This design comes from an exercise in tuning for small area, a short achievable clock period and few clock cycles on the open sky130 flow, not from production work.
Only simulation tests tie the RTL to the original design; equivalence was not proved.
Power is estimated from default activity; no workload was simulated.

==> flow/design.v (excerpt) <==
module frer_rec (
    input             clk,
    input             rst,
    input             in_valid,
    output reg        in_ready,
    input      [2:0]  in_op,
    input      [1:0]  in_flow,
    input             in_tagged,
    input      [15:0] in_seq,
    input      [31:0] in_now,
    input      [3:0]  in_addr,
    input      [31:0] in_data,
    output reg        out_valid,
    input             out_ready,
    output reg        out_pass,
    output reg [31:0] out_data
);
Settings: LEC_CHECK=0, CAP_MARGIN=20, CORE_MARGIN=2, CORE_UTILIZATION=40, SLEW_MARGIN=20; clock period 15.0 ns.
standard.sh (not shown) runs the stock make flow with config.mk's settings and CLKGATE_MAP_FILE= SYNTH_SCRIPT=/design/flow/synth_recipe.tcl, a recipe that flattens the netlist after the stock synthesis.
==> flow/flow/run.sh <==
#!/bin/bash
# The standard layout (standard.sh), with two changes passed to ORFS
# through the environment: timing repair aims for extra setup slack
# (flow/margin.txt, ns) and clock tree synthesis takes the options in
# flow/cts_args.txt. make's full output goes to make_finish.log; ORFS
# keeps each step's own log under orfs/logs.
set -euo pipefail
export SETUP_SLACK_MARGIN="$(cat flow/margin.txt)"
if [[ -s flow/cts_args.txt ]]; then
  export CTS_ARGS="$(cat flow/cts_args.txt)"
fi
bash standard.sh > make_finish.log 2>&1
==> flow/flow/cts_args.txt <==
-sink_clustering_enable -repair_clock_nets -dont_use_dummy_load -buf_list sky130_fd_sc_hd__clkbuf_8 -sink_clustering_size 14 -sink_clustering_max_diameter 60
==> flow/flow/margin.txt <==
10
The first run finished clean.
Testbench counts at the start, summed over its fixed seeds: cycles 24,729.
Change:
==> flow/flow/margin.txt (replaced) <==
9.8
First-iteration DRC count went up by 4.1%.
Design area decreases by 0.41%.
Core utilization drops by 0.18 points.
Total power hardly moves.
Via count drops by 0.90%.
Clock power barely changes.
Sequential share of layout area rose by 0.22 points.
Register-to-register slack hardly moves.
Sequential power barely changes.
Final cell count barely changes.
Routed wire length came out lower by 0.68%.

* * *

frer_rec, a different RTL version from the one above (not shown whole).
Size in the first run: roughly 140000 µm² of cells after synthesis.
Design frer_rec, start of the top module:
module frer_rec (
    input             clk,
    input             rst,
    input             in_valid,
    output reg        in_ready,
    input      [2:0]  in_op,
    input      [1:0]  in_flow,
    input             in_tagged,
    input      [15:0] in_seq,
    input      [31:0] in_now,
    input      [3:0]  in_addr,
    input      [31:0] in_data,
    output reg        out_valid,
    input             out_ready,
    output reg        out_pass,
    output reg [31:0] out_data
);
clock: 15.0 ns
lec_check: 0
cap_margin: 20
core_margin: 2
core_utilization: 40
slew_margin: 20
==> flow/flow/margin.txt <==
10.6
Scripts as last shown in full above: flow/flow/run.sh, flow/flow/cts_args.txt
Testbench counts at the start, summed over its fixed seeds: cycles 24,729.
==> next run, changes <==
==> flow/flow/margin.txt (replaced) <==
10.4
Clock-buffer cell count is lower by 4.
Via count barely changes.
Global-route usage decreases by 0.32 points.
Sequential share of layout area climbs by 0.46 points.
Area after synthesis does not change.

* * *

Another version of the RTL of frer_rec (not shown whole).
Size in the first run: ~11,000 cells after synthesis, ~2,900 flip-flops, ~130 I/O pins, roughly 0.14 mm² of cells after synthesis.
==> flow/config.mk <==
export PLATFORM = sky130hd
export DESIGN_NAME = frer_rec
export DESIGN_NICKNAME = frer_rec
export VERILOG_FILES = /design/flow/design.v
export SDC_FILE = /design/flow/constraint.sdc
export NUM_CORES = 4
export LEC_CHECK = 0
export CAP_MARGIN = 20
export CORE_MARGIN = 2
export CORE_UTILIZATION = 40
export SLEW_MARGIN = 20
==> flow/constraint.sdc <==
create_clock -name core_clock -period 15.0 [get_ports {clk}]
set_input_delay 3.0000 -clock core_clock [delete_from_list [all_inputs] [get_ports {clk}]]
set_output_delay 3.0000 -clock core_clock [all_outputs]
set_load 0.01 [all_outputs]
run.sh (not shown) runs the stock make flow with config.mk's settings and CLKGATE_MAP_FILE= SYNTH_SCRIPT=/design/flow/synth_recipe.tcl, a recipe that flattens the netlist after the stock synthesis.
Stock flow here: none of the scripts above is used.
The baseline passed the timing, design-rule and antenna checks.
Testbench counts at the start, summed over its fixed seeds: cycles 24,729.
Edit:
==> flow/flow/run.sh (new file) <==
#!/bin/bash
# Standard layout, with timing repair aiming for extra setup slack.
set -euo pipefail
MARGIN=$(cat flow/margin.txt)
sed "s/\"\\\${@:-finish}\"/SETUP_SLACK_MARGIN=$MARGIN \"\${@:-finish}\"/" standard.sh > standard_margin.sh
grep -q "SETUP_SLACK_MARGIN=$MARGIN" standard_margin.sh
bash standard_margin.sh > make_finish.log 2>&1
==> flow/flow/margin.txt (new file) <==
10
==> flow/standard.sh (new file) <==
#!/bin/bash
# synth_recipe.tcl (not shown) runs the flow's synth.tcl, then flattens the netlist and writes it again
# the make line also repeats each setting of config.mk as NAME=value (left out here)
make -C /OpenROAD-flow-scripts/flow DESIGN_CONFIG=/design/flow/config.mk WORK_HOME=/design/flow/orfs CLKGATE_MAP_FILE= SYNTH_SCRIPT=/design/flow/synth_recipe.tcl "${@:-finish}"
removed: flow/run.sh
Non-clock buffer count rises by 399.
Area after synthesis is unchanged.
Hold slack degrades by 0.0038 ns.
Worst setup slack gets better by 1.9 ns.
Critical path depth rises by 3.

static timing again, ports no longer ideal:
How much do the figures lean on ideal ports? The routed layouts below were timed once more, with nothing changed but the port constraints.
Step 1 assumes that a clkbuf_16 drives the clock port and a buf_2 every other input.
Step 2 moves the port delays by t, midway between the first and last clock arrival at a register: inputs arrive t later, outputs are due t later. That takes back most of the time a late clock gives input paths.
Slacks: ideal / step 1 / step 2; pairs: ideal / step 1.
| run | t, ns | setup slack, ns | worst setup path at the end | latest minus earliest clock arrival (ns) | worst data-port slew with drivers (ns) |
|---|---|---|---|---|---|
| the first run of note 1 | 1.128 | 9.883 / 9.883 / 9.691 | input to register | 0.209 / 0.210 | 0.08 |
| the second run of note 1 | 1.121 | 9.896 / 9.818 / 9.663 | input to register | 0.225 / 0.225 | 0.14 |
| the first run of note 2 | 1.130 | 10.181 / 10.108 / 10.102 | input to register | 0.182 / 0.182 | 0.15 |
| the second run of note 2 | 1.143 | 10.111 / 10.051 / 10.111 | register to register | 0.166 / 0.166 | 0.10 |
| the first run of note 3 | 1.027 | 7.763 / 7.763 / 7.763 | register to register | 0.088 / 0.088 | 0.24 |
| the second run of note 3 | 1.021 | 9.648 / 9.648 / 9.022 | input to register | 0.068 / 0.068 | 0.17 |
After both steps setup and hold are still met in every run listed. The setup slack of the second run of note 3, which loses most, moves by 0.000 ns with the drivers and by -0.626 ns with both steps.
